Context: an optimization exercise on an open-source flow, tuned for small area and a short achievable clock period. The choices shown serve that exercise and are no tape-out recipe. Where RTL was checked, it was by simulation tests only, not by an equivalence proof against the original. Power and IR drop assume default switching activity.

## run 1
// dec_addsub
module dec_addsub (
    input  wire         clk,
    input  wire         rst,
    input  wire         in_valid,
    input  wire [1:0]   in_op,
    input  wire [127:0] in_a,
    input  wire [127:0] in_b,
    output reg          out_valid,
    output wire [127:0] out_result,
    output wire [1:0]   out_cmp,
    output wire         out_ovf,
    output wire         out_dec_data
);
    localparam ND = 31;
    function valid_operand;
        input [127:0] x;
        integer k;
        begin
            valid_operand = (x[3:0] == 4'hc) || (x[3:0] == 4'hd) || (x[3:0] == 4'hf);
            for (k = 1; k <= ND; k = k + 1)
                if (x[4*k+3] & (x[4*k+2] | x[4*k+1])) valid_operand = 1'b0;
        end
    endfunction
    wire data_err = !valid_operand(in_a) || !valid_operand(in_b);
    wire sa  = (in_a[3:0] == 4'hd);
    wire sb  = (in_b[3:0] == 4'hd);
    wire sub = sa ^ sb ^ (in_op[0] | in_op[1]);
    wire [ND-1:0] g, p;
    wire [3:0]    s0 [0:ND-1];
    genvar k;
    generate
        for (k = 0; k < ND; k = k + 1) begin : dig
            wire [3:0] a = in_a[4*k+4 +: 4];
            wire [3:0] b = in_b[4*k+4 +: 4];
            wire [3:0] bb = {sub ? ~(b[3] | b[2] | b[1]) : b[3],
  ...
For scale: ~1800 cells after synthesis, roughly 130 flip-flops, roughly 390 I/O pins, about 14000 µm² of cells after synthesis.
Settings: LEC_CHECK=0, ABC_AREA=1, ABC_CLOCK_PERIOD_IN_PS=55000, CAP_MARGIN=20, CORE_MARGIN=2, CORE_UTILIZATION=40, SLEW_MARGIN=20; clock period 70.0 ns.
standard.sh (not shown) runs the stock make flow with config.mk's settings and CLKGATE_MAP_FILE= SYNTH_SCRIPT=/design/flow/synth_recipe.tcl, a recipe that flattens the netlist after the stock synthesis.
==> flow/flow/run.sh <==
#!/bin/bash
# Standard layout, with the smallest buffer on every input and output port,
# and timing repair asked for a setup slack of 50.0 ns.
set -euo pipefail
bash standard.sh BUFFER_PORTS_ARGS="-buffer_cell sky130_fd_sc_hd__buf_1" SETUP_SLACK_MARGIN=50.0 finish > standard.log 2>&1
## Diff of input files: run 2 against run 1
- a deleted ABC_AREA that had been 1
==> flow/flow/run.sh <==
#!/bin/bash
# Standard layout, with the smallest buffer on every input and output port,
# and timing repair asked for a setup slack of 51 ns.
set -euo pipefail
bash standard.sh BUFFER_PORTS_ARGS="-buffer_cell sky130_fd_sc_hd__buf_1" SETUP_SLACK_MARGIN=51 finish > standard.log 2>&1
Between run 1 and run 2, number of cells after detailed placement is higher for run 1, run 2 comes in under that. Timing-limited maximum frequency in run 2 is 0.63% higher than in run 1. Cell area after synthesis in run 2 vs run 1: down 7.3%. Run comparison: run 1 most common cell after layout, fill and taps aside nand2_1; run 2 most common cell after layout, fill and taps aside buf_1. Run comparison: run 1 worst setup path endpoint r_dig[87]; run 2 worst setup path endpoint r_dig[103]. Taking run 1 as the reference, in run 2 multi-input gate share of the layout cell area climbed 0.81 points; sequential share of layout area dropped 1.1 points.
Here is what was changed in the inputs of run 3 compared with run 2.
==> flow/flow/run.sh <==
#!/bin/bash
# Standard layout, with the smallest buffer on every input and output port,
# timing repair asked for a setup slack of 50 ns, and a clock tree of
# smaller buffers.
set -euo pipefail
bash standard.sh BUFFER_PORTS_ARGS="-buffer_cell sky130_fd_sc_hd__buf_1" SETUP_SLACK_MARGIN=50.0 CTS_ARGS="-sink_clustering_enable -repair_clock_nets -buf_list sky130_fd_sc_hd__clkbuf_8 -dont_use_dummy_load" finish > standard.log 2>&1
Results
Run 3 has completed all stages; timing, DRC and antenna checks passed. The higher share of total power in the clock network of run 2 and run 3 is in run 2. Compared with run 2, in run 3 via count fell 6.8%, number of I/O pins now sits at about the same level.
### run 3 -> run 4
==> flow/flow/run.sh <==
#!/bin/bash
# Standard layout, with the smallest buffer on every input and output port.
set -euo pipefail
bash standard.sh BUFFER_PORTS_ARGS="-buffer_cell sky130_fd_sc_hd__buf_1" finish > standard.log 2>&1
Notes after the runs:
The combinational cell power was comparable across run 4 and run 3.
Going from run 3 to run 4, fraction of power consumed by combinational cells shrinks by 5.1 points.
Diff run 4..run 3 | synthesized cell count | unchanged
On minimum period implied by the final worst setup slack: between run 4 and run 3, it ends up lower for run 3.
Compared with run 3, average wire per standard cell in run 4 decreased slightly.
On global-route met2 utilization: run 4 sits above run 3.
Run 4 vs run 3: cell area up in run 4
In summary, run 4 completed successfully, with a layout that passed the timing, DRC and antenna checks.
Between run 4 and run 3, it is run 4 whose required time at the worst-slack endpoint is lower, by 20 ps.
Diff run 3..run 4 | number of enable-type register cells in the synthesized netlist | unchanged
Share of flip-flops with an asynchronous set or reset came out exactly the same in run 4 and run 3.
Setup changes, run 4 to run 5
==> flow/flow/run.sh <==
#!/bin/bash
# Standard layout, with the smallest buffer on every input and output port,
# timing repair asked for a setup slack of 49.9 ns, and a clock tree of
# clkbuf_8 buffers without dummy loads.
set -euo pipefail
bash standard.sh BUFFER_PORTS_ARGS="-buffer_cell sky130_fd_sc_hd__buf_1" SETUP_SLACK_MARGIN=49.9 \
  CTS_ARGS="-sink_clustering_enable -repair_clock_nets -buf_list sky130_fd_sc_hd__clkbuf_8 -dont_use_dummy_load" \
  finish > standard.log 2>&1
Results
Run 5 finished every stage and its layout cleared the timing, DRC and antenna checks. | final clock period utilization by the worst path | run 5 vs run 4 | 1.0 points lower |. Power after layout, run 5 and run 4: lower on run 5. The global-route usage of run 5 and that of run 4 are within noise of each other. Taking run 4 as the reference, in run 5 maximum frequency higher, pin count of the biggest net entering global routing roughly the same. Hold slack ends up higher on run 4. Summary of run 5 over run 4: shortest clock period the worst path allows after layout went down by 720 ps; cell area went down by 2.1%.


== v33 ==
Starting RTL as in the previous note.
export LEC_CHECK = 0
export ABC_CLOCK_PERIOD_IN_PS = 55000
export CAP_MARGIN = 20
export CORE_MARGIN = 2
export CORE_UTILIZATION = 40
export SLEW_MARGIN = 20
create_clock -name core_clock -period 70.0 [get_ports {clk}]
==> flow/flow/run.sh <==
#!/bin/bash
# Standard layout, with the smallest buffer on every input and output port,
# timing repair asked for a setup slack of 50.0 ns, and a clock tree of
# clkbuf_4 and clkbuf_8 buffers without dummy loads.
set -euo pipefail
bash standard.sh BUFFER_PORTS_ARGS="-buffer_cell sky130_fd_sc_hd__buf_1" SETUP_SLACK_MARGIN=50.0 \
  CTS_ARGS="-sink_clustering_enable -repair_clock_nets -buf_list {sky130_fd_sc_hd__clkbuf_4 sky130_fd_sc_hd__clkbuf_8} -dont_use_dummy_load" \
  finish > standard.log 2>&1
Every stage of the flow completed for v33, and the final layout passed the timing, DRC and antenna checks.
Modified inputs, v20 compared to v33
==> flow/flow/run.sh <==
#!/bin/bash
# Standard layout, with the smallest buffer on every input and output port,
# and timing repair asked for a setup slack of 50.5 ns.
set -euo pipefail
bash standard.sh BUFFER_PORTS_ARGS="-buffer_cell sky130_fd_sc_hd__buf_1" SETUP_SLACK_MARGIN=50.5 finish > standard.log 2>&1
## What came out
Re count of input and output buffers: no difference whatsoever between v20 and v33. Side by side, sequential share of layout area turned out lower in v20 than in v33. v20 against v33: power up 0.049 mW, via count of the first global-routing pass up 354, met3 routing resource usage after global routing down 1.3 points. Re transition time at the pin with the least slew margin: v20 is 0.12 ns up on v33. Going from v33 to v20, clock-buffer cell count rose by 1, core occupancy in the finished layout climbed 2.4 points. Worst hold slack in v20 is 0.043 ns higher than in v33. Row total inserted antenna cells: v20 higher / v33 lower. The run with more routed wire is v20, not v33.
Setup changes, v20 to v12
==> flow/flow/run.sh <==
#!/bin/bash
# Standard layout, with the smallest buffer on every input and output port,
# timing repair asked for a setup slack of 50.0 ns, and a clock tree of
# clkbuf_8 buffers without dummy loads.
set -euo pipefail
bash standard.sh BUFFER_PORTS_ARGS="-buffer_cell sky130_fd_sc_hd__buf_1" SETUP_SLACK_MARGIN=50.0 \
  CTS_ARGS="-sink_clustering_enable -repair_clock_nets -buf_list sky130_fd_sc_hd__clkbuf_8 -dont_use_dummy_load" \
  finish > standard.log 2>&1
-- flow/config.mk --
<<< v20, line 11
export CORE_UTILIZATION = 40
export SLEW_MARGIN = 20
>>> v12, line 11
export CORE_UTILIZATION = 40
export GPL_ROUTABILITY_DRIVEN = 0
export GPL_TIMING_DRIVEN = 0
export SLEW_MARGIN = 20
Results
- The higher relative contribution of combinational cells to total power came out of v12.
- met1 wire length went up by a few percent going from v20 to v12.
- When the final numbers for v12 and v20 were put side by side, the utilization turned out to be smaller in v12.
- After detailed routing, v20 needs less wire than v12.
- v20 -> v12: count of distinct cell types in the synthesized netlist delta 0, exact match
- v12 vs v20 — cell area after placement rose 2.0%.
- Total power of v12 is lower than that of v20.
- The lower multi-input gate area in the final layout came out of v12.
Here is what was changed in the inputs of v6 compared with v12.
-- flow/config.mk --
<<< v12, line 10
export CORE_MARGIN = 2
export CORE_UTILIZATION = 40
export GPL_ROUTABILITY_DRIVEN = 0
export GPL_TIMING_DRIVEN = 0
export SLEW_MARGIN = 20
>>> v6, line 10
export CORE_MARGIN = 2
export CORE_UTILIZATION = 60
export PLACE_DENSITY = 0.8
export SLEW_MARGIN = 20
Notes after the runs:
The number of nets at the end of the flow in v6 sits 2.4% below the value recorded for v12. On synthesized cell count, v12 and v6 are neck and neck. Compared with v12, in v6 clock buffer and inverter area fraction after layout roughly the same, final area lower.
What v24 does differently from v6 at the input level:
==> flow/flow/run.sh <==
#!/bin/bash
# Standard layout, with the smallest buffer on every input and output port,
# timing repair asked for a setup slack of 50 ns, and a clock tree of
# smaller buffers.
set -euo pipefail
bash standard.sh BUFFER_PORTS_ARGS="-buffer_cell sky130_fd_sc_hd__buf_1" SETUP_SLACK_MARGIN=50.0 CTS_ARGS="-sink_clustering_enable -repair_clock_nets -buf_list sky130_fd_sc_hd__clkbuf_8 -dont_use_dummy_load -sink_clustering_size 24 -sink_clustering_max_diameter 80" finish > standard.log 2>&1
-- flow/config.mk --
<<< v6, line 10
export CORE_MARGIN = 2
export CORE_UTILIZATION = 60
export PLACE_DENSITY = 0.8
export SLEW_MARGIN = 20
>>> v24, line 10
export CORE_MARGIN = 2
export CORE_UTILIZATION = 40
export SLEW_MARGIN = 20
## What came out
- Between v24 and v6, the difference in count of cell types in the netlist is negligible.
- In v24 the post-cts resize count turned out 2 higher than in v6.
- Diff v6 -> v24: transition time at the pin with the least slew margin went down; inserted tap cell count now sits higher; utilization after layout now sits lower; average wire length per cell after detail routing climbed about 0.35%; final cell area excluding filler cells now sits higher.
diff inputs: v24 => v47
==> flow/flow/run.sh <==
#!/bin/bash
# Standard layout, with the smallest buffer on every input and output port,
# and timing repair asked for a setup slack of 50.0 ns.
set -euo pipefail
bash standard.sh BUFFER_PORTS_ARGS="-buffer_cell sky130_fd_sc_hd__buf_1" SETUP_SLACK_MARGIN=50.0 finish > standard.log 2>&1
### Flow results
- Cmp v47 and v24 / multi-input combinational area share / higher: v24
- Fmax of v47 is on par with v24.
- Relative to v24, the total power measured on v47 has increased by a little under 10%.
- Final worst-path cycle share: v24 vs v47 — no meaningful difference


Starting RTL as in the previous note.
Design dec_addsub, start of the top module:
module dec_addsub (
    input  wire         clk,
    input  wire         rst,
    input  wire         in_valid,
    input  wire [1:0]   in_op,
    input  wire [127:0] in_a,
    input  wire [127:0] in_b,
    output reg          out_valid,
    output wire [127:0] out_result,
    output wire [1:0]   out_cmp,
    output wire         out_ovf,
    output wire         out_dec_data
);
Settings: LEC_CHECK=0, ABC_CLOCK_PERIOD_IN_PS=55000, CAP_MARGIN=20, CORE_MARGIN=2, CORE_UTILIZATION=40, SLEW_MARGIN=20; clock period 70.0 ns.
==> flow/flow/run.sh <==
#!/bin/bash
# Standard layout, with the smallest buffer on every input and output port,
# timing repair asked for a setup slack of 50.15 ns, and a clock tree of
# clkbuf_8 buffers without dummy loads.
set -euo pipefail
bash standard.sh BUFFER_PORTS_ARGS="-buffer_cell sky130_fd_sc_hd__buf_1" SETUP_SLACK_MARGIN=50.15 \
  CTS_ARGS="-sink_clustering_enable -repair_clock_nets -buf_list sky130_fd_sc_hd__clkbuf_8 -dont_use_dummy_load" \
  finish > standard.log 2>&1
Edit:
==> flow/flow/run.sh (replaced) <==
#!/bin/bash
# Standard layout, with the smallest buffer on every input and output port,
# and timing repair asked for a setup slack of 50.0 ns.
set -euo pipefail
bash standard.sh BUFFER_PORTS_ARGS="-buffer_cell sky130_fd_sc_hd__buf_1" SETUP_SLACK_MARGIN=50.0 finish > standard.log 2>&1
- CTS_BUF_LIST: default -> sky130_fd_sc_hd__clkbuf_8
Result:
- sequential share of layout area hardly moves
- via count goes down by 0.56%
- clock-buffer cell count goes up by 2
- cell count hardly moves
- synthesized cell count is unchanged
- power goes up by 3.6%
- setup slack gets worse by 0.025 ns
- fmax stays flat
- final area goes up by 0.45%
- routed wire length goes down by 1.1%
- worst hold slack gets worse by 0.0064 ns


Setup of before:
Another version of the RTL of dec_addsub (not shown whole).
For scale: about 0.013 mm2 of cells after synthesis.
Settings: LEC_CHECK=0, ABC_CLOCK_PERIOD_IN_PS=55000, CAP_MARGIN=20, CORE_MARGIN=2, CORE_UTILIZATION=40, SLEW_MARGIN=20; clock period 70.0 ns.
==> flow/flow/run.sh <==
#!/bin/bash
# Standard layout, with the smallest buffer on every input and output port.
set -euo pipefail
bash standard.sh BUFFER_PORTS_ARGS="-buffer_cell sky130_fd_sc_hd__buf_1" finish > standard.log 2>&1
What after does differently from before at the input level:
==> flow/run.sh (new file) <==
#!/bin/bash
# synth_recipe.tcl (not shown) runs the flow's synth.tcl, then flattens the netlist and writes it again
# the make line also repeats each setting of config.mk as NAME=value (left out here)
make -C /OpenROAD-flow-scripts/flow DESIGN_CONFIG=/design/flow/config.mk WORK_HOME=/design/flow/orfs CLKGATE_MAP_FILE= SYNTH_SCRIPT=/design/flow/synth_recipe.tcl finish
removed: flow/flow/run.sh
removed: flow/standard.sh
==> results.txt <==
before -> after: count of antenna-violating nets left after detailed routing delta 0, exact match. after — first-iteration DRC count 108 higher, before as reference. before -> after: detailed-placement wirelength estimate increased by a few percent. Taking before as the reference point, the worst slack on hold paths of after rises by 0.39 ns. after against before; critical path depth is down by a few percent. Against before, after reports a instance area at placement that is higher. From before to after the numbers moved as follows: final-layout fill cell count lower, aggregate routed wire length up 2.7 mm, fraction of power consumed by combinational cells higher, die span in x saw little to no change.
Function was not checked in any run of this note: the RTL went through the layout flow alone.

separate check: timing with driven ports:
The results above use ideal ports. As a check the final layouts listed here were re-extracted and re-timed, cells and wires unchanged. Step 1 assumes that a clkbuf_16 drives the clock port and a buf_2 every other input. Step 2 moves the port delays by t, midway between the first and last clock arrival at a register: inputs arrive t later, outputs are due t later. That takes back most of the time a late clock gives input paths. a / b / c = no drivers / after step 1 / after step 2; a / b = the first two.
| run | t (ns) | setup slack, ns | clock arrival spread, ns |
|---|---|---|---|
| run 1 | 0.475 | 50.742 / 50.774 / 50.299 | 0.013 / 0.013 |
| run 2 | 0.479 | 50.862 / 50.872 / 50.392 | 0.009 / 0.009 |
| run 3 | 0.485 | 50.433 / 50.461 / 49.976 | 0.034 / 0.034 |
| run 4 | 0.474 | 49.551 / 49.587 / 49.113 | 0.015 / 0.014 |
| run 5 | 0.482 | 50.275 / 50.304 / 49.822 | 0.033 / 0.032 |
| v33 | 0.485 | 50.433 / 50.461 / 49.976 | 0.034 / 0.034 |
| v20 | 0.464 | 50.692 / 50.720 / 50.257 | 0.021 / 0.021 |
| v12 | 0.488 | 50.225 / 50.252 / 49.764 | 0.028 / 0.029 |
| v6 | 0.485 | 50.327 / 50.351 / 49.866 | 0.032 / 0.032 |
| v24 | 0.485 | 50.433 / 50.461 / 49.976 | 0.034 / 0.034 |
| v47 | 0.476 | 50.418 / 50.452 / 49.977 | 0.015 / 0.015 |
| the first run of note 3 | 0.484 | 50.413 / 50.444 / 49.960 | 0.032 / 0.032 |
| the second run of note 3 | 0.497 | 50.387 / 50.419 / 49.922 | 0.017 / 0.018 |
| before | 0.471 | 48.800 / 48.826 / 48.355 | 0.012 / 0.012 |
| after | 0.468 | 48.660 / 48.688 / 48.220 | 0.013 / 0.014 |
After both steps setup and hold are still met in every run listed. The setup slack of run 2, which loses most, moves by +0.010 ns with the drivers and by -0.470 ns with both steps.
